Context: an optimization exercise on an open-source flow, tuned for small area, a short achievable clock period and few clock cycles per item. The choices shown serve that exercise and are no tape-out recipe. Where RTL was checked, it was by simulation tests only, not by an equivalence proof against the original.

==> 10-08: inputs <==
Design aes_core, start of the top module:
module aes_core (
  input  wire         clk,
  input  wire         rst,        
  input  wire         key_load,   
  input  wire         key_256,    
  input  wire [255:0] key,
  input  wire         start,      
  input  wire         dir,        
  input  wire [127:0] din,
  output wire         ready,
  output reg          done,
  output wire [127:0] dout
);
Settings: LEC_CHECK=0, ABC_AREA=1, CAP_MARGIN=20, CORE_MARGIN=2, CORE_UTILIZATION=30, PLACE_DENSITY=0.45, SLEW_MARGIN=20; clock period 12.0 ns.
standard.sh (not shown) runs the stock make flow with config.mk's settings and CLKGATE_MAP_FILE= SYNTH_SCRIPT=/design/flow/synth_recipe.tcl, a recipe that flattens the netlist after the stock synthesis.
==> flow/flow/run.sh <==
#!/bin/bash
# Standard ORFS layout (the standard flow's SDC and config, unchanged), with
#  - repair_timing aiming at a setup margin beyond the clock period's slack,
#  - the port buffers made with buf_1 (every port still gets its buffer).
set -euo pipefail
bash standard.sh SETUP_SLACK_MARGIN=7 "BUFFER_PORTS_ARGS=-buffer_cell sky130_fd_sc_hd__buf_1" finish > standard_flow.log 2>&1
==> inputs of 03-04, as changes to 10-08 <==
==> flow/flow/run.sh (replaced) <==
#!/bin/bash
# Standard ORFS layout (the standard flow's SDC and config, unchanged), with
#  - repair_timing aiming at a setup margin beyond the clock period's slack,
#  - the port buffers made with buf_1 (every port still gets its buffer).
set -euo pipefail
bash standard.sh SETUP_SLACK_MARGIN=7.5 "BUFFER_PORTS_ARGS=-buffer_cell sky130_fd_sc_hd__buf_1" finish > standard_flow.log 2>&1
==> notes.md <==
metric                                                                      03-04                    10-08
Area added between synthesis and finish                                    14.39%                   11.68%
Layout buffering overhead excluding clock cells                           0.03115                  0.02621
Result of the run                                         complete, no violations  complete, no violations
RSZ-0062 raised after global routing                                         true                    false
Launching point of the worst reg2reg path                         pdir$_SDFF_PP0_        kfirst$_SDFF_PP0_
Final period util                                                          0.3755                   0.4031
Critical-path cell with the highest stage delay                             buf_8                  o21ai_0
Critical path depth                                                            17                       16
Count of inserted antenna diode cells                                          23                       18
WL met2                                                                 201700 um                200600 um
Global-route usage over all layers                                         0.2745                   0.2741
Multi-input logic area                                              0.06805 sq mm            0.06618 sq mm
Worst Slack Setup Final                                                  7.494 ns                 7.163 ns
Insertion delay to the later sink of the worst-skew pair                  0.92 ns                  0.91 ns
Fill cells                                                                  36269                    36420
Met1 track demand over resource                                            0.3868                   0.3870
Layout Utilization                                                         0.3444                   0.3363
Antenna violations before repair                                               35                       37
Drt wl/cell                                                              23.63 um                 23.62 um

========
==> exp/onyx: inputs <==
Another version of the RTL of aes_core (not shown whole).
clock: 12.0 ns
lec_check: 0
abc_area: 1
cap_margin: 20
core_margin: 2
core_utilization: 30
place_density: 0.45
slew_margin: 20
==> flow/flow/run.sh <==
#!/bin/bash
# Standard ORFS layout, with repair_timing aiming at a setup margin well
# beyond the clock period's slack (the SDC is the standard flow's, unchanged).
set -euo pipefail
bash standard.sh SETUP_SLACK_MARGIN=7.5 finish > standard_flow.log 2>&1
==> exp/indigo: changes against exp/onyx <==
--- a/flow/design.v
+++ b/flow/design.v
@@ -398,33 +398,31 @@
   wire       iy_c = qv && pbusy && (cnt == 5'd0) && (qdir == pdir);
   wire       sw_c = qv && free_c && ndc_c && wnow_c;
   wire       jb_c = qv && free_c && ((ndc_c && !wnow_c) || nin_c);
   wire       st_c = (pbusy && !pdir && !cnt[0] && (cnt <= nr2 - 5'd4)) ||
                     (pbusy &&  pdir &&  cnt[0] && (cnt <= nr2 - 5'd3)) ||
-                    (kb && kph && (kcnt != 4'd0));
+                    (kb && kph);
   wire       g1_c = pdir || (cnt >= nr2 - 5'd2);
   wire issue_x = ix;
   wire issue_y = iy;
   wire swap_s  = sw;
   wire job_s   = jb;
   wire pend    = pe;
   wire step_en = st;
   wire issue   = ix || iy;
-  wire kwb     = kb && kph && (kcnt == 4'd0);         
+  wire kwb     = kb && !kph && (kcnt == 4'd0);        
   assign ready = ready_r;
   wire take_key   = ready_r && key_load;
   wire take_start = ready_r && start;
   wire       c_pbusy = ix || (pbusy && !pe);
   wire [4:0] c_cnt   = ix ? 5'd0 : cnt + 5'd1;
   wire       c_yv    = ix ? 1'b0 : (yv || iy);
   wire       c_p256  = ix ? s256 : p256;
   wire       c_pdir  = ix ? qdir : pdir;
   wire       c_kb    = jb || (kb && !kwb);
-  wire       c_kph   = jb ? 1'b0 : (kb ? 1'b1 : kph);
+  wire       c_kph   = jb ? 1'b0 : (kb ? !kph : kph);
   wire [3:0] kcnt_i  = ndc_c ? ((s256 ? 4'd13 : 4'd9) + {3'd0, sraw}) : 4'd2;
-  wire [3:0] c_kcnt  = jb ? kcnt_i : ((kb && kph && (kcnt != 4'd0)) ? kcnt - 4'd1 : kcnt);
-  wire       c_kstep = c_kb && c_kph && (c_kcnt != 4'd0);    
   wire [4:0] c_nr2   = c_p256 ? 5'd28 : 5'd20;
   wire [4:0] c_plast = c_yv ? c_nr2 - 5'd1 : c_nr2 - 5'd2;
   wire       c_pend  = c_pbusy && (c_cnt == c_plast);
   wire       c_free  = (!c_pbusy || c_pend) && !c_kb;
   wire       c_flip  = sw || (kwb && kconv);
@@ -454,26 +452,19 @@
   wire       iy_n = n_qv && c_iy0 && (n_qdir == c_pdir);
   wire       sw_n = n_qv && c_free && n_ndc && n_wnow;
   wire       jb_n = n_qv && c_free && ((n_ndc && !n_wnow) || n_nin);
   wire       st_n = (c_pbusy && !c_pdir && !c_cnt[0] && (c_cnt <= c_nr2 - 5'd4)) ||
                     (c_pbusy &&  c_pdir &&  c_cnt[0] && (c_cnt <= c_nr2 - 5'd3)) ||
-                    c_kstep;
+                    (c_kb && c_kph);
   wire       g1_n = c_pdir || (c_cnt >= c_nr2 - 5'd2);
   wire [127:0] kbase = (k256 || kfirst) ? w_hi : w_lo;
-  reg          ks_s, ks_a, ks_x, ks_br, ks_bn, ks_nr, ks_nn;
-  wire [31:0]  ksin_nx;
+  reg  [31:0]  kin_r;
   reg  [7:0]   rcx;
   function [31:0] rotw(input [31:0] a);
     rotw = {a[23:0], a[31:24]};
   endfunction
-  wire [31:0]  ksub_in = (rotw(s[31:0]) & {32{ks_s}}) |
-                         (rotw(w_hi[31:0]) & {32{ks_a}}) |
-                         (rotw(w_lo[31:0] ^ w_lo[63:32]) & {32{ks_x}}) |
-                         (rotw(w_lo[31:0]) & {32{ks_br}}) |
-                         (w_lo[31:0] & {32{ks_bn}}) |
-                         (rotw(ksin_nx) & {32{ks_nr}}) |
-                         (ksin_nx & {32{ks_nn}});
+  wire [31:0]  ksub_in = kin_r;
   wire [31:0]  ksub;
   genvar g;
   generate
     for (g = 0; g < 4; g = g + 1) begin : g_ksbox
       aes_sbox u_sbox (.x(ksub_in[8*g +: 8]), .y(ksub[8*g +: 8]));
@@ -488,22 +479,24 @@
   wire [7:0]   rcon_i   = s256 ? (sdec ? 8'h40 : 8'h01)
                                : (sdec ? 8'h1b : (sraw ? 8'h01 : 8'h02));
   wire [7:0]   n_rcon   = kld ? rcon_i :
                           (st && krot) ? (kfwd ? xtime(rcon) : xinv(rcon)) : rcon;
   wire         n_inv128 = !n_kfwd && !n_k256;
-  wire         n_kbs    = !c_free && !c_kstep && !n_kfirst && !n_inv128;
-  wire         nn_krot  = n_k256 ? !n_krot : 1'b1;
-  wire [7:0]   nn_rcon  = n_krot ? (n_kfwd ? xtime(n_rcon) : xinv(n_rcon)) : n_rcon;
   wire [31:0]  kb0 = kbase[127:96];
   wire [31:0]  kb1 = kbase[95:64];
   wire [31:0]  kb2 = kbase[63:32];
   wire [31:0]  kb3 = kbase[31:0];
   wire [31:0]  kw0 = kb0 ^ t_r;
   wire [31:0]  kn1 = (kb0 ^ kb1) ^ t_r;
   wire [31:0]  kn2 = (kb0 ^ kb1 ^ kb2) ^ t_r;
   wire [31:0]  kn3 = (kb0 ^ kb1 ^ kb2 ^ kb3) ^ t_r;
-  assign       ksin_nx = kfwd ? kn3 : k256 ? (kb3 ^ kb2) : (w_lo[31:0] ^ w_lo[95:64]);
+  wire [31:0]  n_slo3 = take_key ? key[31:0] : ((sw || kwb) ? w_hi[31:0] : s[31:0]);
+  wire [255:0] n_w    = (ix || jb) ? s : (st ? {w_lo, knew} : w);
+  wire [31:0]  kin_n  = c_free   ? rotw(n_slo3) :
+                        n_kfirst ? rotw(n_w[159:128]) :
+                        n_inv128 ? rotw(n_w[31:0] ^ n_w[63:32]) :
+                        n_krot   ? rotw(n_w[31:0]) : n_w[31:0];
   wire [127:0] knew = kfwd ? {kw0, kn1, kn2, kn3}
                            : {kw0, kb1 ^ kb0, kb2 ^ kb1, kb3 ^ kb2};
   wire [127:0] so, sob;
   generate
     for (g = 0; g < 16; g = g + 1) begin : g_sbox
@@ -545,17 +538,10 @@
   end
   always @(posedge clk) begin
     if (rst) begin
       ready_r <= 1'b1;
       tsel  <= 1'b1;
-      ks_s  <= 1'b1;
-      ks_a  <= 1'b0;
-      ks_x  <= 1'b0;
-      ks_br <= 1'b0;
-      ks_bn <= 1'b0;
-      ks_nr <= 1'b0;
-      ks_nn <= 1'b0;
       rcx   <= 8'h00;
       ix    <= 1'b0;
       iy    <= 1'b0;
       sw    <= 1'b0;
       jb    <= 1'b0;
@@ -615,27 +601,20 @@
       kfwd   <= n_kfwd;
       k256   <= n_k256;
       kfirst <= n_kfirst;
       krot   <= n_krot;
       rcon   <= n_rcon;
-      ks_s   <= c_free;
-      ks_a   <= !c_free && !c_kstep && n_kfirst;
-      ks_x   <= !c_free && !c_kstep && !n_kfirst && n_inv128;
-      ks_br  <= n_kbs && n_krot;
-      ks_bn  <= n_kbs && !n_krot;
-      ks_nr  <= !c_free && c_kstep && nn_krot;
-      ks_nn  <= !c_free && c_kstep && !nn_krot;
-      rcx    <= c_free ? (s256 ? 8'h01 : 8'h02) :
-                c_kstep ? (nn_krot ? nn_rcon : 8'h00) : (n_krot ? n_rcon : 8'h00);
+      kin_r  <= kin_n;
+      rcx    <= c_free ? (s256 ? 8'h01 : 8'h02) : (n_krot ? n_rcon : 8'h00);
       if (job_s) begin
         kb    <= 1'b1;
         kph   <= 1'b0;
         kconv <= ndc_c;
         kcnt  <= kcnt_i;
       end else if (kb) begin
-        kph <= 1'b1;
-        if (kph && kcnt != 4'd0)
+        kph <= !kph;
+        if (kph)
           kcnt <= kcnt - 4'd1;
         if (kwb)
           kb <= 1'b0;
       end
       if (issue_x) begin
==> flow/flow/run.sh (replaced) <==
#!/bin/bash
# Standard ORFS layout (the standard flow's SDC and config, unchanged), with
#  - repair_timing aiming at a setup margin beyond the clock period's slack,
#  - the port buffers made with buf_1 (every port still gets its buffer).
set -euo pipefail
bash standard.sh SETUP_SLACK_MARGIN=7 "BUFFER_PORTS_ARGS=-buffer_cell sky130_fd_sc_hd__buf_1" finish > standard_flow.log 2>&1
CORE_UTILIZATION = 45   (was 30)
PLACE_DENSITY = 0.6   (was 0.45)
==> exp/quartz: changes against exp/onyx <==
--- a/flow/design.v
+++ b/flow/design.v
@@ -143,159 +143,10 @@
   assign S5 = L25 ^ L29;
   assign S6 = ~(L13 ^ L27);
   assign S7 = ~(L6 ^ L23);
   assign y = {S0, S1, S2, S3, S4, S5, S6, S7};
 endmodule
-module aes_sbox2 (
-  input  wire [7:0] x,
-  output wire [7:0] y,
-  output wire [7:0] z
-);
-  wire U0, U1, U2, U3, U4, U5, U6, U7;
-  wire T1, T2, T3, T4, T5, T6, T7, T8, T9, T10, T11, T12;
-  wire T13, T14, T15, T16, T17, T18, T19, T20, T21, T22, T23, T24;
-  wire T25, T26, T27, M1, M2, M3, M4, M5, M6, M7, M8, M9;
-  wire M10, M11, M12, M13, M14, M15, M16, M17, M18, M19, M20, M21;
-  wire M22, M23, M24, M25, M26, M27, M28, M29, M30, M31, M32, M33;
-  wire M34, M35, M36, M37, M38, M39, M40, M41, M42, M43, M44, M45;
-  wire M46, M47, M48, M49, M50, M51, M52, M53, M54, M55, M56, M57;
-  wire M58, M59, M60, M61, M62, M63, L0, L1, L2, L3, L4, L5;
-  wire L6, L7, L8, L9, L10, L11, L12, L13, L14, L15, L16, L17;
-  wire L18, L19, L20, L21, L22, L23, L24, L25, L26, L27, L28, L29;
-  wire S0, S1, S2, S3, S4, S5, S6, S7;
-  assign {U0, U1, U2, U3, U4, U5, U6, U7} = x;
-  assign T1 = U0 ^ U3;
-  assign T2 = U0 ^ U5;
-  assign T3 = U0 ^ U6;
-  assign T4 = U3 ^ U5;
-  assign T5 = U4 ^ U6;
-  assign T6 = T1 ^ T5;
-  assign T7 = U1 ^ U2;
-  assign T8 = U7 ^ T6;
-  assign T9 = U7 ^ T7;
-  assign T10 = T6 ^ T7;
-  assign T11 = U1 ^ U5;
-  assign T12 = U2 ^ U5;
-  assign T13 = T3 ^ T4;
-  assign T14 = T6 ^ T11;
-  assign T15 = T5 ^ T11;
-  assign T16 = T5 ^ T12;
-  assign T17 = T9 ^ T16;
-  assign T18 = U3 ^ U7;
-  assign T19 = T7 ^ T18;
-  assign T20 = T1 ^ T19;
-  assign T21 = U6 ^ U7;
-  assign T22 = T7 ^ T21;
-  assign T23 = T2 ^ T22;
-  assign T24 = T2 ^ T10;
-  assign T25 = T20 ^ T17;
-  assign T26 = T3 ^ T16;
-  assign T27 = T1 ^ T12;
-  assign M1 = T13 & T6;
-  assign M2 = T23 & T8;
-  assign M3 = T14 ^ M1;
-  assign M4 = T19 & U7;
-  assign M5 = M4 ^ M1;
-  assign M6 = T3 & T16;
-  assign M7 = T22 & T9;
-  assign M8 = T26 ^ M6;
-  assign M9 = T20 & T17;
-  assign M10 = M9 ^ M6;
-  assign M11 = T1 & T15;
-  assign M12 = T4 & T27;
-  assign M13 = M12 ^ M11;
-  assign M14 = T2 & T10;
-  assign M15 = M14 ^ M11;
-  assign M16 = M3 ^ M2;
-  assign M17 = M5 ^ T24;
-  assign M18 = M8 ^ M7;
-  assign M19 = M10 ^ M15;
-  assign M20 = M16 ^ M13;
-  assign M21 = M17 ^ M15;
-  assign M22 = M18 ^ M13;
-  assign M23 = M19 ^ T25;
-  assign M24 = M22 ^ M23;
-  assign M25 = M22 & M20;
-  assign M26 = M21 ^ M25;
-  assign M27 = M20 ^ M21;
-  assign M28 = M23 ^ M25;
-  assign M29 = M28 & M27;
-  assign M30 = M26 & M24;
-  assign M31 = M20 & M23;
-  assign M32 = M27 & M31;
-  assign M33 = M27 ^ M25;
-  assign M34 = M21 & M22;
-  assign M35 = M24 & M34;
-  assign M36 = M24 ^ M25;
-  assign M37 = M21 ^ M29;
-  assign M38 = M32 ^ M33;
-  assign M39 = M23 ^ M30;
-  assign M40 = M35 ^ M36;
-  assign M41 = M38 ^ M40;
-  assign M42 = M37 ^ M39;
-  assign M43 = M37 ^ M38;
-  assign M44 = M39 ^ M40;
-  assign M45 = M42 ^ M41;
-  assign M46 = M44 & T6;
-  assign M47 = M40 & T8;
-  assign M48 = M39 & U7;
-  assign M49 = M43 & T16;
-  assign M50 = M38 & T9;
-  assign M51 = M37 & T17;
-  assign M52 = M42 & T15;
-  assign M53 = M45 & T27;
-  assign M54 = M41 & T10;
-  assign M55 = M44 & T13;
-  assign M56 = M40 & T23;
-  assign M57 = M39 & T19;
-  assign M58 = M43 & T3;
-  assign M59 = M38 & T22;
-  assign M60 = M37 & T20;
-  assign M61 = M42 & T1;
-  assign M62 = M45 & T4;
-  assign M63 = M41 & T2;
-  assign L0 = M61 ^ M62;
-  assign L1 = M50 ^ M56;
-  assign L2 = M46 ^ M48;
-  assign L3 = M47 ^ M55;
-  assign L4 = M54 ^ M58;
-  assign L5 = M49 ^ M61;
-  assign L6 = M62 ^ L5;
-  assign L7 = M46 ^ L3;
-  assign L8 = M51 ^ M59;
-  assign L9 = M52 ^ M53;
-  assign L10 = M53 ^ L4;
-  assign L11 = M60 ^ L2;
-  assign L12 = M48 ^ M51;
-  assign L13 = M50 ^ L0;
-  assign L14 = M52 ^ M61;
-  assign L15 = M55 ^ L1;
-  assign L16 = M56 ^ L0;
-  assign L17 = M57 ^ L1;
-  assign L18 = M58 ^ L8;
-  assign L19 = M63 ^ L4;
-  assign L20 = L0 ^ L1;
-  assign L21 = L1 ^ L7;
-  assign L22 = L3 ^ L12;
-  assign L23 = L18 ^ L2;
-  assign L24 = L15 ^ L9;
-  assign L25 = L6 ^ L10;
-  assign L26 = L7 ^ L9;
-  assign L27 = L8 ^ L10;
-  assign L28 = L11 ^ L14;
-  assign L29 = L11 ^ L17;
-  assign S0 = L6 ^ L24;
-  assign S1 = ~(L16 ^ L26);
-  assign S2 = ~(L19 ^ L28);
-  assign S3 = L6 ^ L21;
-  assign S4 = L20 ^ L22;
-  assign S5 = L25 ^ L29;
-  assign S6 = ~(L13 ^ L27);
-  assign S7 = ~(L6 ^ L23);
-  assign y = {S0, S1, S2, S3, S4, S5, S6, S7};
-  assign z = {(M49 ^ M51 ^ M52 ^ M54 ^ M58 ^ M59 ^ M61 ^ M62), (M47 ^ M48 ^ M49 ^ M50 ^ M52 ^ M54 ^ M55 ^ M56 ^ M59 ^ M60 ^ M61 ^ M63), (M47 ^ M48 ^ M49 ^ M50 ^ M52 ^ M54 ^ M56 ^ M57 ^ M58 ^ M60 ^ M61 ^ M62), (M46 ^ M48 ^ M52 ^ M54 ^ M58 ^ M59 ^ M61 ^ M62), (M46 ^ M48 ^ M50 ^ M51 ^ M52 ^ M53 ^ M56 ^ M57 ^ M58 ^ M59 ^ M61 ^ M63), (M46 ^ M47 ^ M50 ^ M51 ^ M52 ^ M54 ^ M58 ^ M59 ^ M61 ^ M62), (M49 ^ M50 ^ M52 ^ M53 ^ M58 ^ M59 ^ M61 ^ M62), (M55 ^ M57 ^ M61 ^ M63)};
-endmodule
 module aes_binv (
   input  wire [7:0] x,
   output wire [7:0] y
 );
   genvar i;
@@ -398,33 +249,30 @@
   wire       iy_c = qv && pbusy && (cnt == 5'd0) && (qdir == pdir);
   wire       sw_c = qv && free_c && ndc_c && wnow_c;
   wire       jb_c = qv && free_c && ((ndc_c && !wnow_c) || nin_c);
   wire       st_c = (pbusy && !pdir && !cnt[0] && (cnt <= nr2 - 5'd4)) ||
                     (pbusy &&  pdir &&  cnt[0] && (cnt <= nr2 - 5'd3)) ||
-                    (kb && kph && (kcnt != 4'd0));
+                    (kb && kph);
   wire       g1_c = pdir || (cnt >= nr2 - 5'd2);
   wire issue_x = ix;
   wire issue_y = iy;
   wire swap_s  = sw;
   wire job_s   = jb;
   wire pend    = pe;
   wire step_en = st;
   wire issue   = ix || iy;
-  wire kwb     = kb && kph && (kcnt == 4'd0);         
+  wire kwb     = kb && !kph && (kcnt == 4'd0);        
   assign ready = ready_r;
   wire take_key   = ready_r && key_load;
   wire take_start = ready_r && start;
   wire       c_pbusy = ix || (pbusy && !pe);
   wire [4:0] c_cnt   = ix ? 5'd0 : cnt + 5'd1;
   wire       c_yv    = ix ? 1'b0 : (yv || iy);
   wire       c_p256  = ix ? s256 : p256;
   wire       c_pdir  = ix ? qdir : pdir;
   wire       c_kb    = jb || (kb && !kwb);
-  wire       c_kph   = jb ? 1'b0 : (kb ? 1'b1 : kph);
-  wire [3:0] kcnt_i  = ndc_c ? ((s256 ? 4'd13 : 4'd9) + {3'd0, sraw}) : 4'd2;
-  wire [3:0] c_kcnt  = jb ? kcnt_i : ((kb && kph && (kcnt != 4'd0)) ? kcnt - 4'd1 : kcnt);
-  wire       c_kstep = c_kb && c_kph && (c_kcnt != 4'd0);    
+  wire       c_kph   = jb ? 1'b0 : (kb ? !kph : kph);
   wire [4:0] c_nr2   = c_p256 ? 5'd28 : 5'd20;
   wire [4:0] c_plast = c_yv ? c_nr2 - 5'd1 : c_nr2 - 5'd2;
   wire       c_pend  = c_pbusy && (c_cnt == c_plast);
   wire       c_free  = (!c_pbusy || c_pend) && !c_kb;
   wire       c_flip  = sw || (kwb && kconv);
@@ -454,26 +302,23 @@
   wire       iy_n = n_qv && c_iy0 && (n_qdir == c_pdir);
   wire       sw_n = n_qv && c_free && n_ndc && n_wnow;
   wire       jb_n = n_qv && c_free && ((n_ndc && !n_wnow) || n_nin);
   wire       st_n = (c_pbusy && !c_pdir && !c_cnt[0] && (c_cnt <= c_nr2 - 5'd4)) ||
                     (c_pbusy &&  c_pdir &&  c_cnt[0] && (c_cnt <= c_nr2 - 5'd3)) ||
-                    c_kstep;
+                    (c_kb && c_kph);
   wire       g1_n = c_pdir || (c_cnt >= c_nr2 - 5'd2);
   wire [127:0] kbase = (k256 || kfirst) ? w_hi : w_lo;
-  reg          ks_s, ks_a, ks_x, ks_br, ks_bn, ks_nr, ks_nn;
-  wire [31:0]  ksin_nx;
+  reg          ks_s, ks_a, ks_x, ks_br, ks_bn;
   reg  [7:0]   rcx;
   function [31:0] rotw(input [31:0] a);
     rotw = {a[23:0], a[31:24]};
   endfunction
   wire [31:0]  ksub_in = (rotw(s[31:0]) & {32{ks_s}}) |
                          (rotw(w_hi[31:0]) & {32{ks_a}}) |
                          (rotw(w_lo[31:0] ^ w_lo[63:32]) & {32{ks_x}}) |
                          (rotw(w_lo[31:0]) & {32{ks_br}}) |
-                         (w_lo[31:0] & {32{ks_bn}}) |
-                         (rotw(ksin_nx) & {32{ks_nr}}) |
-                         (ksin_nx & {32{ks_nn}});
+                         (w_lo[31:0] & {32{ks_bn}});
   wire [31:0]  ksub;
   genvar g;
   generate
     for (g = 0; g < 4; g = g + 1) begin : g_ksbox
       aes_sbox u_sbox (.x(ksub_in[8*g +: 8]), .y(ksub[8*g +: 8]));
@@ -488,28 +333,26 @@
   wire [7:0]   rcon_i   = s256 ? (sdec ? 8'h40 : 8'h01)
                                : (sdec ? 8'h1b : (sraw ? 8'h01 : 8'h02));
   wire [7:0]   n_rcon   = kld ? rcon_i :
                           (st && krot) ? (kfwd ? xtime(rcon) : xinv(rcon)) : rcon;
   wire         n_inv128 = !n_kfwd && !n_k256;
-  wire         n_kbs    = !c_free && !c_kstep && !n_kfirst && !n_inv128;
-  wire         nn_krot  = n_k256 ? !n_krot : 1'b1;
-  wire [7:0]   nn_rcon  = n_krot ? (n_kfwd ? xtime(n_rcon) : xinv(n_rcon)) : n_rcon;
+  wire         n_kbs    = !c_free && !n_kfirst && !n_inv128;
   wire [31:0]  kb0 = kbase[127:96];
   wire [31:0]  kb1 = kbase[95:64];
   wire [31:0]  kb2 = kbase[63:32];
   wire [31:0]  kb3 = kbase[31:0];
   wire [31:0]  kw0 = kb0 ^ t_r;
   wire [31:0]  kn1 = (kb0 ^ kb1) ^ t_r;
   wire [31:0]  kn2 = (kb0 ^ kb1 ^ kb2) ^ t_r;
   wire [31:0]  kn3 = (kb0 ^ kb1 ^ kb2 ^ kb3) ^ t_r;
-  assign       ksin_nx = kfwd ? kn3 : k256 ? (kb3 ^ kb2) : (w_lo[31:0] ^ w_lo[95:64]);
   wire [127:0] knew = kfwd ? {kw0, kn1, kn2, kn3}
                            : {kw0, kb1 ^ kb0, kb2 ^ kb1, kb3 ^ kb2};
   wire [127:0] so, sob;
   generate
     for (g = 0; g < 16; g = g + 1) begin : g_sbox
-      aes_sbox2 u_sbox (.x(r2[8*g +: 8]), .y(so[8*g +: 8]), .z(sob[8*g +: 8]));
+      aes_sbox u_sbox (.x(r2[8*g +: 8]), .y(so[8*g +: 8]));
+      aes_binv u_bo   (.x(so[8*g +: 8]), .y(sob[8*g +: 8]));
     end
   endgenerate
   wire [127:0] st1 = (pdir ? sob : so) ^ (g1r ? w_lo : 128'h0);
   wire [127:0] mcin = pdir ? p_columns(r1) : r1;
   wire [127:0] st2  = mix_columns(mcin) ^ (pdir ? 128'h0 : w_hi);
@@ -550,12 +393,10 @@
       ks_s  <= 1'b1;
       ks_a  <= 1'b0;
       ks_x  <= 1'b0;
       ks_br <= 1'b0;
       ks_bn <= 1'b0;
-      ks_nr <= 1'b0;
-      ks_nn <= 1'b0;
       rcx   <= 8'h00;
       ix    <= 1'b0;
       iy    <= 1'b0;
       sw    <= 1'b0;
       jb    <= 1'b0;
@@ -616,26 +457,23 @@
       k256   <= n_k256;
       kfirst <= n_kfirst;
       krot   <= n_krot;
       rcon   <= n_rcon;
       ks_s   <= c_free;
-      ks_a   <= !c_free && !c_kstep && n_kfirst;
-      ks_x   <= !c_free && !c_kstep && !n_kfirst && n_inv128;
+      ks_a   <= !c_free && n_kfirst;
+      ks_x   <= !c_free && !n_kfirst && n_inv128;
       ks_br  <= n_kbs && n_krot;
       ks_bn  <= n_kbs && !n_krot;
-      ks_nr  <= !c_free && c_kstep && nn_krot;
-      ks_nn  <= !c_free && c_kstep && !nn_krot;
-      rcx    <= c_free ? (s256 ? 8'h01 : 8'h02) :
-                c_kstep ? (nn_krot ? nn_rcon : 8'h00) : (n_krot ? n_rcon : 8'h00);
+      rcx    <= c_free ? (s256 ? 8'h01 : 8'h02) : (n_krot ? n_rcon : 8'h00);
       if (job_s) begin
         kb    <= 1'b1;
         kph   <= 1'b0;
         kconv <= ndc_c;
-        kcnt  <= kcnt_i;
+        kcnt  <= ndc_c ? ((s256 ? 4'd13 : 4'd9) + {3'd0, sraw}) : 4'd2;
       end else if (kb) begin
-        kph <= 1'b1;
-        if (kph && kcnt != 4'd0)
+        kph <= !kph;
+        if (kph)
           kcnt <= kcnt - 4'd1;
         if (kwb)
           kb <= 1'b0;
       end
       if (issue_x) begin
==> flow/flow/run.sh (replaced) <==
#!/bin/bash
# Standard ORFS layout, with repair_timing aiming at a setup margin well
# beyond the clock period's slack (the SDC is the standard flow's, unchanged).
set -euo pipefail
bash standard.sh SETUP_SLACK_MARGIN=6 finish > standard_flow.log 2>&1
==> out/metrics.csv <==
metric,value,unit
status,finished clean,
Simple-Gate Fraction of Synth Area,24.44,%
critical path depth in cells,25,
M1 WL,202400,um
area of the multi-input gates,0.06825,sq mm
initial antenna violation count,40,
Post-CTS Resized,888,
Synth Area in Compound Gates,10.08,%
vias in the first global route,81140,
# the run above: exp/onyx

==> out/metrics.csv <==
metric,value,unit
status,finished clean,
Area contributors post-synth,"nand2_1 23%, edfxtp_1 17%, xor2_1 11%, dfxtp_1 8.8%, xnor2_1 7.1%",
GR Layer Usage met3,6.137,%
Simple-Gate Fraction of Synth Area,36.41,%
"Slew Viols, Final",0,
hold depth,2,
vias in the first global route,89970,
critical path depth in cells,12,
"area leader, netlist",nand2_1,
Hold Buf Count CTS,0,
Post-CTS Resized,2,
M1 WL,180000,um
area of the multi-input gates,0.06612,sq mm
number of multi-input logic gates,12470,
initial antenna violation count,25,
# the run above: exp/indigo

==> out/metrics.csv <==
metric,value,unit
status,finished clean,
Tcrit/Tclk final,44.44,%
Placed Instance Area,0.1068,sq mm
initial antenna violation count,35,
overall via count from detail_route,103100,
Simple-Gate Fraction of Synth Area,43.97,%
Post-Route WL,472700,um
Synth Area in Compound Gates,6.583,%
M1 WL,215700,um
Post-CTS Resized,0,
R2R setup slack,6.67,ns
FF-to-FF End,t_r[13]$_DFF_P_,
grt ovf,0,
Final Non-Filler Cells,20670,
vias in the first global route,92520,
critical path depth in cells,29,
Tap Cells,4325,
# the run above: exp/quartz

Testbench counts of exp/quartz, summed over its fixed seeds: cycles 16,679, blocks 1,239.
No functional check of the RTL was part of exp/onyx.

==> separate check: timing with driven ports <==
The flow's constraints put no driver on any port. The routed layouts listed below were extracted and timed again, unchanged, in two steps. Step 1 (the two cells are an assumption about what drives the block):
set clk [get_ports {clk}]
set_driving_cell -lib_cell sky130_fd_sc_hd__clkbuf_16 $clk
set_driving_cell -lib_cell sky130_fd_sc_hd__buf_2 [delete_from_list [all_inputs] $clk]
Step 2, shift: input delay + t, output delay - t, t = (earliest + latest rising clock arrival at the registers) / 2. This alone moves slack from input paths to output paths. Three values: ideal, step 1, step 2; two values: the first two.
run | t (ns) | setup WS [ns] | latest minus earliest clock arrival (ns) | worst register clock-pin slew, ns
10-08 | 0.967 | 7.163 / 7.163 / 6.446 | 0.102 / 0.102 | 0.07 / 0.07
03-04 | 0.969 | 7.494 / 7.494 / 6.745 | 0.111 / 0.111 | 0.07 / 0.07
exp/onyx | 0.962 | 6.710 / 6.710 / 6.658 | 0.105 / 0.105 | 0.07 / 0.07
exp/indigo | 0.901 | 7.071 / 7.071 / 6.436 | 0.094 / 0.094 | 0.07 / 0.07
exp/quartz | 0.907 | 6.667 / 6.667 / 6.522 | 0.094 / 0.094 | 0.08 / 0.08
After both steps every run listed still meets setup and hold. The setup slack of 03-04, which loses most, moves by 0.000 ns with the drivers and by -0.749 ns with both steps.
